This design comes from an exercise in tuning for small area, a short achievable clock period and few clock cycles per item on the open sky130 flow, not from production work.

Setup of run 1:
==> flow/design.v <==
module stream_filter (
    input  wire        clk,
    input  wire        rst,          
    input  wire        cfg_we,
    input  wire [31:0] cfg_wdata,
    output wire [31:0] cfg_rdata,
    output reg         cfg_err,
    input  wire        in_valid,
    input  wire [31:0] in_data,
    output wire        in_ready,
    output reg         out_valid,
    output reg  [31:0] out_val,
    output reg         out_emit
);
    localparam [2:0] F_NONE = 3'd0,
                     F_AVG  = 3'd1,
                     F_MED3 = 3'd2,
                     F_IIR  = 3'd3;
    localparam NST = 4;
    function integer nsteps(input integer s);
        nsteps = 8;
    endfunction
    function [37:0] add38(input [37:0] a, input [37:0] b, input ci);
        reg c;
        integer i;
        begin
            c = ci;
            for (i = 0; i < 38; i = i + 1) begin
                add38[i] = a[i] ^ b[i] ^ c;
                c = (a[i] & b[i]) | (a[i] & c) | (b[i] & c);
            end
        end
    endfunction
    function ge32(input [31:0] a, input [31:0] b);
        reg [31:0] p, q;
        reg c;
        integer i;
        begin
            p = a ^ 32'h8000_0000;
            q = ~(b ^ 32'h8000_0000);
            c = 1'b1;
            for (i = 0; i < 32; i = i + 1)
                c = (p[i] & q[i]) | (p[i] & c) | (q[i] & c);
            ge32 = c;
        end
    endfunction
    reg [2:0] filter;
    reg [6:0] param;
    reg [7:0] decim;
    reg       bat_en;
    reg       policy;
    assign cfg_rdata = {6'd0, policy, bat_en, decim, 1'b0, param, 5'd0, filter};
    wire [2:0] w_filter = cfg_wdata[2:0];
    wire [6:0] w_param  = cfg_wdata[14:8];
    wire [7:0] w_decim  = cfg_wdata[23:16];
    wire p_zero  = (w_param == 7'd0);
    wire p_avg   = w_param[6] ? (w_param[5:0] == 6'd0) : (w_param[5:1] != 5'd0);
    wire p_iir   = (w_param[6:4] == 3'd0) && !p_zero;
    wire w_ok    = (w_decim != 8'd0) && !w_filter[2] &&
                   (w_filter[0] ? (w_filter[1] ? p_iir : p_avg) : p_zero);
    wire cfg_take = cfg_we && w_ok;
    always @(posedge clk) begin
        if (rst) begin
            filter  <= F_NONE;
            param   <= 7'd0;
            decim   <= 8'd1;
            bat_en  <= 1'b0;
            policy  <= 1'b0;
            cfg_err <= 1'b0;
        end else begin
            cfg_err <= cfg_we && !w_ok;
            if (cfg_take) begin
                filter <= w_filter;
                param  <= w_param;
                decim  <= w_decim;
                bat_en <= cfg_wdata[24];
                policy <= cfg_wdata[25];
            end
        end
    end
    wire       f_avg  = (filter == F_AVG);
    wire       f_med  = (filter == F_MED3);
    wire       f_iir  = (filter == F_IIR);
    wire [5:0] ring_m = f_avg ? param[5:0] - 6'd1 : f_med ? 6'd3 : 6'd0;    
    wire [6:0] cap    = f_avg ? param : 7'd3;    
    wire [3:0] kk     = param[3:0];              
    reg  [5:0] rot;                  
    reg        nrdy;                 
    reg        rdy_o;                
    assign in_ready = rdy_o;
    wire take = in_valid && !nrdy;   
    reg  [31:0] r0;
    reg  [31:0] s1  [0:0];
    reg  [31:0] s2  [0:1];
    reg  [31:0] s4  [0:3];
    reg  [31:0] s8  [0:7];
    reg  [31:0] s16 [0:15];
    reg  [31:0] s32 [0:31];
    wire [31:0] o1 = ring_m[0] ? s1[0]   : r0;
    wire [31:0] o2 = ring_m[1] ? s2[1]   : o1;
    wire [31:0] o3 = ring_m[2] ? s4[3]   : o2;
    wire [31:0] o4 = ring_m[3] ? s8[7]   : o3;
    wire [31:0] o5 = ring_m[4] ? s16[15] : o4;
    wire [31:0] o6 = ring_m[5] ? s32[31] : o5;    
    integer i;
    always @(posedge clk) begin
        r0     <= take ? in_data : o6;
        s1[0]  <= r0;
        s2[0]  <= o1;
        s4[0]  <= o2;
        s8[0]  <= o3;
        s16[0] <= o4;
        s32[0] <= o5;
        s2[1]  <= s2[0];
        for (i = 1; i < 4;  i = i + 1) s4[i]  <= s4[i-1];
        for (i = 1; i < 8;  i = i + 1) s8[i]  <= s8[i-1];
        for (i = 1; i < 16; i = i + 1) s16[i] <= s16[i-1];
        for (i = 1; i < 32; i = i + 1) s32[i] <= s32[i-1];
    end
    reg clr;                         
    wire [5:0] rot_nxt = (take || rot >= ring_m) ? 6'd0 : rot + 6'd1;
    wire       rdy_nxt = (rot_nxt == 6'd0);
    always @(posedge clk) begin
        if (rst || cfg_take || clr) begin
            rot   <= 6'd0;
            nrdy  <= 1'b0;
            rdy_o <= 1'b1;
        end else begin
            rot   <= rot_nxt;
            nrdy  <= !rdy_nxt;
            rdy_o <= rdy_nxt;
        end
    end
    reg                v1;           
    reg  [6:0]         ncnt;         
    reg  [37:0]        acc;          
    reg  [7:0]         dcnt;         
    reg                bc;           
    always @(posedge clk) begin
        if (rst)
            v1 <= 1'b0;
        else
            v1 <= take;
        clr <= rst || cfg_take;
    end
    wire [31:0] x     = r0;
    wire [37:0] x38   = {{6{x[31]}}, x};
    wire        full  = (ncnt == cap);
    wire        first = (ncnt == 7'd1);
    wire [37:0] sum   = add38(x38, acc, f_iir);
    wire [31:0] drop  = full ? o6 : 32'd0;
    wire [37:0] part  = add38(sum, ~{{6{drop[31]}}, drop}, 1'b1);
    wire [3:0]  sh    = first ? 4'd0 : kk;
    wire [32:0] st0   = sum[32:0];
    wire [32:0] st1   = sh[0] ? {st0[32],      st0[32:1]} : st0;
    wire [32:0] st2   = sh[1] ? {{2{st1[32]}}, st1[32:2]} : st1;
    wire [32:0] st3   = sh[2] ? {{4{st2[32]}}, st2[32:4]} : st2;
    wire [32:0] st4   = sh[3] ? {{8{st3[32]}}, st3[32:8]} : st3;
    wire [37:0] iir   = add38(acc, ~{{5{st4[32]}}, st4}, 1'b1);
    wire [31:0] b  = s1[0];
    wire [31:0] c  = s2[0];
    wire        ab = ge32(x, b);
    wire        ac = ge32(x, c);
    wire        lt2 = (ncnt[6:2] == 5'd0) && !(ncnt[1] && ncnt[0]);    
    wire [31:0] med = (!f_med || lt2 || ab != ac) ? x : (bc == ab) ? b : c;
    wire [37:0] num = f_avg ? sum : f_iir ? ~{{6{iir[31]}}, iir[31:0]} : {{6{med[31]}}, med};
    wire [6:0]  den = f_avg ? ncnt : 7'd1;
    wire emit_now = (dcnt + 8'd1 == decim);
    always @(posedge clk) begin
        if (clr) begin
            ncnt <= 7'd1;
            acc  <= 38'd0;
            dcnt <= 8'd0;
        end else if (v1) begin
            if (!full)
                ncnt <= ncnt + 7'd1;
            acc  <= f_iir ? iir : part;
            dcnt <= emit_now ? 8'd0 : dcnt + 8'd1;
        end
        if (v1)
            bc <= ab;
    end
    function [37:0] steps;           
        input [5:0]  rem;
        input [31:0] w;              
        input [6:0]  nb;             
        input integer k;
        reg   [6:0]  t, d, gn, pr;
        reg   [7:0]  cy;
        integer j, i;
        begin
            for (j = 0; j < k; j = j + 1) begin
                t     = {rem, w[31]};
                gn    = t & nb;
                pr    = t ^ nb;
                cy[0] = 1'b1;
                for (i = 0; i < 7; i = i + 1)
                    cy[i+1] = gn[i] | (pr[i] & cy[i]);
                d = pr ^ cy[6:0];
                w   = {w[30:0], cy[7]};
                rem = cy[7] ? d[5:0] : t[5:0];
            end
            steps = {rem, w};
        end
    endfunction
    reg        dv [1:NST];
    reg  [5:0] dr [1:NST];
    reg [31:0] dw [1:NST];
    reg  [6:0] dn [1:NST];
    reg        dg [1:NST];           
    reg        de [1:NST];           
    always @(posedge clk) begin
        if (rst)
            dv[1] <= 1'b0;
        else
            dv[1] <= v1;
        {dr[1], dw[1]} <= num;
        dn[1] <= ~den;
        dg[1] <= num[37];
        de[1] <= emit_now && bat_en;
    end
    wire [37:0] mag1 = {dr[1], dw[1]} ^ {38{dg[1]}};
    genvar g;
    generate
        for (g = 2; g <= NST; g = g + 1) begin : stage
            wire [37:0] s = (g == 2) ? steps(mag1[37:32], mag1[31:0], dn[1], nsteps(1))
                                     : steps(dr[g-1], dw[g-1], dn[g-1], nsteps(g-1));
            always @(posedge clk) begin
                if (rst)
                    dv[g] <= 1'b0;
                else
                    dv[g] <= dv[g-1];
                {dr[g], dw[g]} <= s;
                dn[g] <= dn[g-1];
                dg[g] <= dg[g-1];
                de[g] <= de[g-1];
            end
        end
    endgenerate
    wire [37:0] sl  = steps(dr[NST], dw[NST], dn[NST], nsteps(NST));
    wire [31:0] q   = sl[31:0];
    wire        c1  = ({1'b0, sl[37:32]} + 7'd1 == ~dn[NST]);    
    wire        inc = dg[NST] && !c1;
    wire [31:0] qx  = q ^ {32{dg[NST]}};
    reg  [31:0] pre;                 
    reg  [31:0] pt [0:5];
    integer lv, k;
    always @(*) begin
        pt[0] = {qx[30:0], 1'b1};
        for (lv = 0; lv < 5; lv = lv + 1)
            for (k = 0; k < 32; k = k + 1)
                pt[lv+1][k] = (k >= (1 << lv)) ? pt[lv][k] & pt[lv][k - (1 << lv)] : pt[lv][k];
        pre = pt[5];
    end
    wire [31:0] res = qx ^ (pre & {32{inc}});
    always @(posedge clk) begin
        if (rst) begin
            out_valid <= 1'b0;
            out_val   <= 32'd0;
            out_emit  <= 1'b0;
        end else begin
            out_valid <= dv[NST];
            out_emit  <= dv[NST] && de[NST];
            if (dv[NST])
                out_val <= res;
        end
    end
endmodule
clock: 120.0 ns
lec_check: 0
cap_margin: 20
core_margin: 2
core_utilization: 60
cts_buf_list: sky130_fd_sc_hd__clkbuf_8
cts_cluster_diameter: 50
cts_cluster_size: 16
place_density: 0.75
slew_margin: 20
run.sh (not shown) runs the stock make flow with config.mk's settings and CLKGATE_MAP_FILE= SYNTH_SCRIPT=/design/flow/synth_recipe.tcl, a recipe that flattens the netlist after the stock synthesis.
Setup changes, run 1 to run 2
diff --git a/flow/design.v b/flow/design.v
--- a/flow/design.v
+++ b/flow/design.v
@@ -77,14 +77,22 @@
                 policy <= cfg_wdata[25];
             end
         end
     end
-    wire       f_avg  = (filter == F_AVG);
-    wire       f_med  = (filter == F_MED3);
-    wire       f_iir  = (filter == F_IIR);
-    wire [5:0] ring_m = f_avg ? param[5:0] - 6'd1 : f_med ? 6'd3 : 6'd0;    
-    wire [6:0] cap    = f_avg ? param : 7'd3;    
-    wire [3:0] kk     = param[3:0];              
+    reg       f_avg, f_med, f_iir;
+    reg [5:0] ring_m;                
+    reg [6:0] cap;                   
+    reg [3:0] kk;                    
+    reg [7:0] dm1;                   
+    always @(posedge clk) begin
+        f_avg  <= (filter == F_AVG);
+        f_med  <= (filter == F_MED3);
+        f_iir  <= (filter == F_IIR);
+        ring_m <= (filter == F_AVG) ? param[5:0] - 6'd1 : (filter == F_MED3) ? 6'd3 : 6'd0;
+        cap    <= (filter == F_AVG) ? param : 7'd3;
+        kk     <= param[3:0];
+        dm1    <= decim - 8'd1;
+    end
     reg  [5:0] rot;                  
     reg        nrdy;                 
     reg        rdy_o;                
     assign in_ready = rdy_o;
@@ -146,27 +154,27 @@
     wire [31:0] x     = r0;
     wire [37:0] x38   = {{6{x[31]}}, x};
     wire        full  = (ncnt == cap);
     wire        first = (ncnt == 7'd1);
-    wire [37:0] sum   = add38(x38, acc, f_iir);
+    wire [37:0] sum   = add38(x38, acc ^ {38{f_iir}}, f_iir);
     wire [31:0] drop  = full ? o6 : 32'd0;
     wire [37:0] part  = add38(sum, ~{{6{drop[31]}}, drop}, 1'b1);
     wire [3:0]  sh    = first ? 4'd0 : kk;
     wire [32:0] st0   = sum[32:0];
     wire [32:0] st1   = sh[0] ? {st0[32],      st0[32:1]} : st0;
     wire [32:0] st2   = sh[1] ? {{2{st1[32]}}, st1[32:2]} : st1;
     wire [32:0] st3   = sh[2] ? {{4{st2[32]}}, st2[32:4]} : st2;
     wire [32:0] st4   = sh[3] ? {{8{st3[32]}}, st3[32:8]} : st3;
-    wire [37:0] iir   = add38(acc, ~{{5{st4[32]}}, st4}, 1'b1);
+    wire [37:0] iir   = add38(acc, {{5{st4[32]}}, st4}, 1'b0);
     wire [31:0] b  = s1[0];
     wire [31:0] c  = s2[0];
     wire        ab = ge32(x, b);
     wire        ac = ge32(x, c);
     wire        lt2 = (ncnt[6:2] == 5'd0) && !(ncnt[1] && ncnt[0]);    
     wire [31:0] med = (!f_med || lt2 || ab != ac) ? x : (bc == ab) ? b : c;
-    wire [37:0] num = f_avg ? sum : f_iir ? ~{{6{iir[31]}}, iir[31:0]} : {{6{med[31]}}, med};
+    wire [37:0] num = f_avg ? sum : f_iir ? {{6{iir[31]}}, iir[31:0]} : {{6{med[31]}}, med};
     wire [6:0]  den = f_avg ? ncnt : 7'd1;
-    wire emit_now = (dcnt + 8'd1 == decim);
+    wire emit_now = (dcnt == dm1);
     always @(posedge clk) begin
         if (clr) begin
             ncnt <= 7'd1;
             acc  <= 38'd0;
@@ -184,20 +192,19 @@
         input [5:0]  rem;
         input [31:0] w;              
         input [6:0]  nb;             
         input integer k;
-        reg   [6:0]  t, d, gn, pr;
+        reg   [6:0]  t, d;
         reg   [7:0]  cy;
         integer j, i;
         begin
             for (j = 0; j < k; j = j + 1) begin
                 t     = {rem, w[31]};
-                gn    = t & nb;
-                pr    = t ^ nb;
                 cy[0] = 1'b1;
-                for (i = 0; i < 7; i = i + 1)
-                    cy[i+1] = gn[i] | (pr[i] & cy[i]);
-                d = pr ^ cy[6:0];
+                for (i = 0; i < 7; i = i + 1) begin
+                    d[i]    = t[i] ^ nb[i] ^ cy[i];
+                    cy[i+1] = (t[i] & nb[i]) | (t[i] & cy[i]) | (nb[i] & cy[i]);
+                end
                 w   = {w[30:0], cy[7]};
                 rem = cy[7] ? d[5:0] : t[5:0];
             end
             steps = {rem, w};
@@ -213,19 +220,17 @@
         if (rst)
             dv[1] <= 1'b0;
         else
             dv[1] <= v1;
-        {dr[1], dw[1]} <= num;
+        {dr[1], dw[1]} <= num ^ {38{num[37]}};
         dn[1] <= ~den;
         dg[1] <= num[37];
         de[1] <= emit_now && bat_en;
     end
-    wire [37:0] mag1 = {dr[1], dw[1]} ^ {38{dg[1]}};
     genvar g;
     generate
         for (g = 2; g <= NST; g = g + 1) begin : stage
-            wire [37:0] s = (g == 2) ? steps(mag1[37:32], mag1[31:0], dn[1], nsteps(1))
-                                     : steps(dr[g-1], dw[g-1], dn[g-1], nsteps(g-1));
+            wire [37:0] s = steps(dr[g-1], dw[g-1], dn[g-1], nsteps(g-1));
             always @(posedge clk) begin
                 if (rst)
                     dv[g] <= 1'b0;
                 else
## What came out
- Run 2 against run 1: die width now larger; die area now larger; required time reported for the critical path endpoint now smaller; clock skew now smaller; wire length of the first global-routing pass comparable.
- Compare run 1 and run 2 | post-synth design cell area higher: run 2
- Going from run 1 to run 2, the simple-gate share of the synthesized area was found to have gone up by 0.31 points.
- Between run 1 and run 2, the core utilization figures differ only marginally.
- Relative to run 1, maximum number of pins on one net before global-route repair increased by 10 in run 2.
No functional check of the RTL was part of any run of this note.

==> re-timing with driven ports <==
How much do the figures lean on ideal ports? The routed layouts below were timed once more, with nothing changed but the port constraints. Step 1 sets driving cells, clkbuf_16 on the clock port and buf_2 on the other inputs (assumed; they add their load-dependent delay and slew). Step 2 also shifts input and output timing later by t, the mid clock arrival at the registers, as if the neighbouring blocks saw the same clock. a / b / c = no drivers / after step 1 / after step 2; a / b = the first two.
| run | t, ns | slack for setup (ns) | hold slack, ns | worst register clock-pin slew, ns |
|---|---|---|---|---|
| run 1 | 0.935 | 93.251 / 93.292 / 92.356 | 0.305 / 0.305 / 0.305 | 0.10 / 0.10 |
| run 2 | 0.933 | 89.584 / 89.584 / 89.584 | 0.296 / 0.296 / 0.296 | 0.11 / 0.11 |
After both steps setup and hold are still met in every run listed. The setup slack of run 1, which loses most, moves by +0.041 ns with the drivers and by -0.895 ns with both steps.
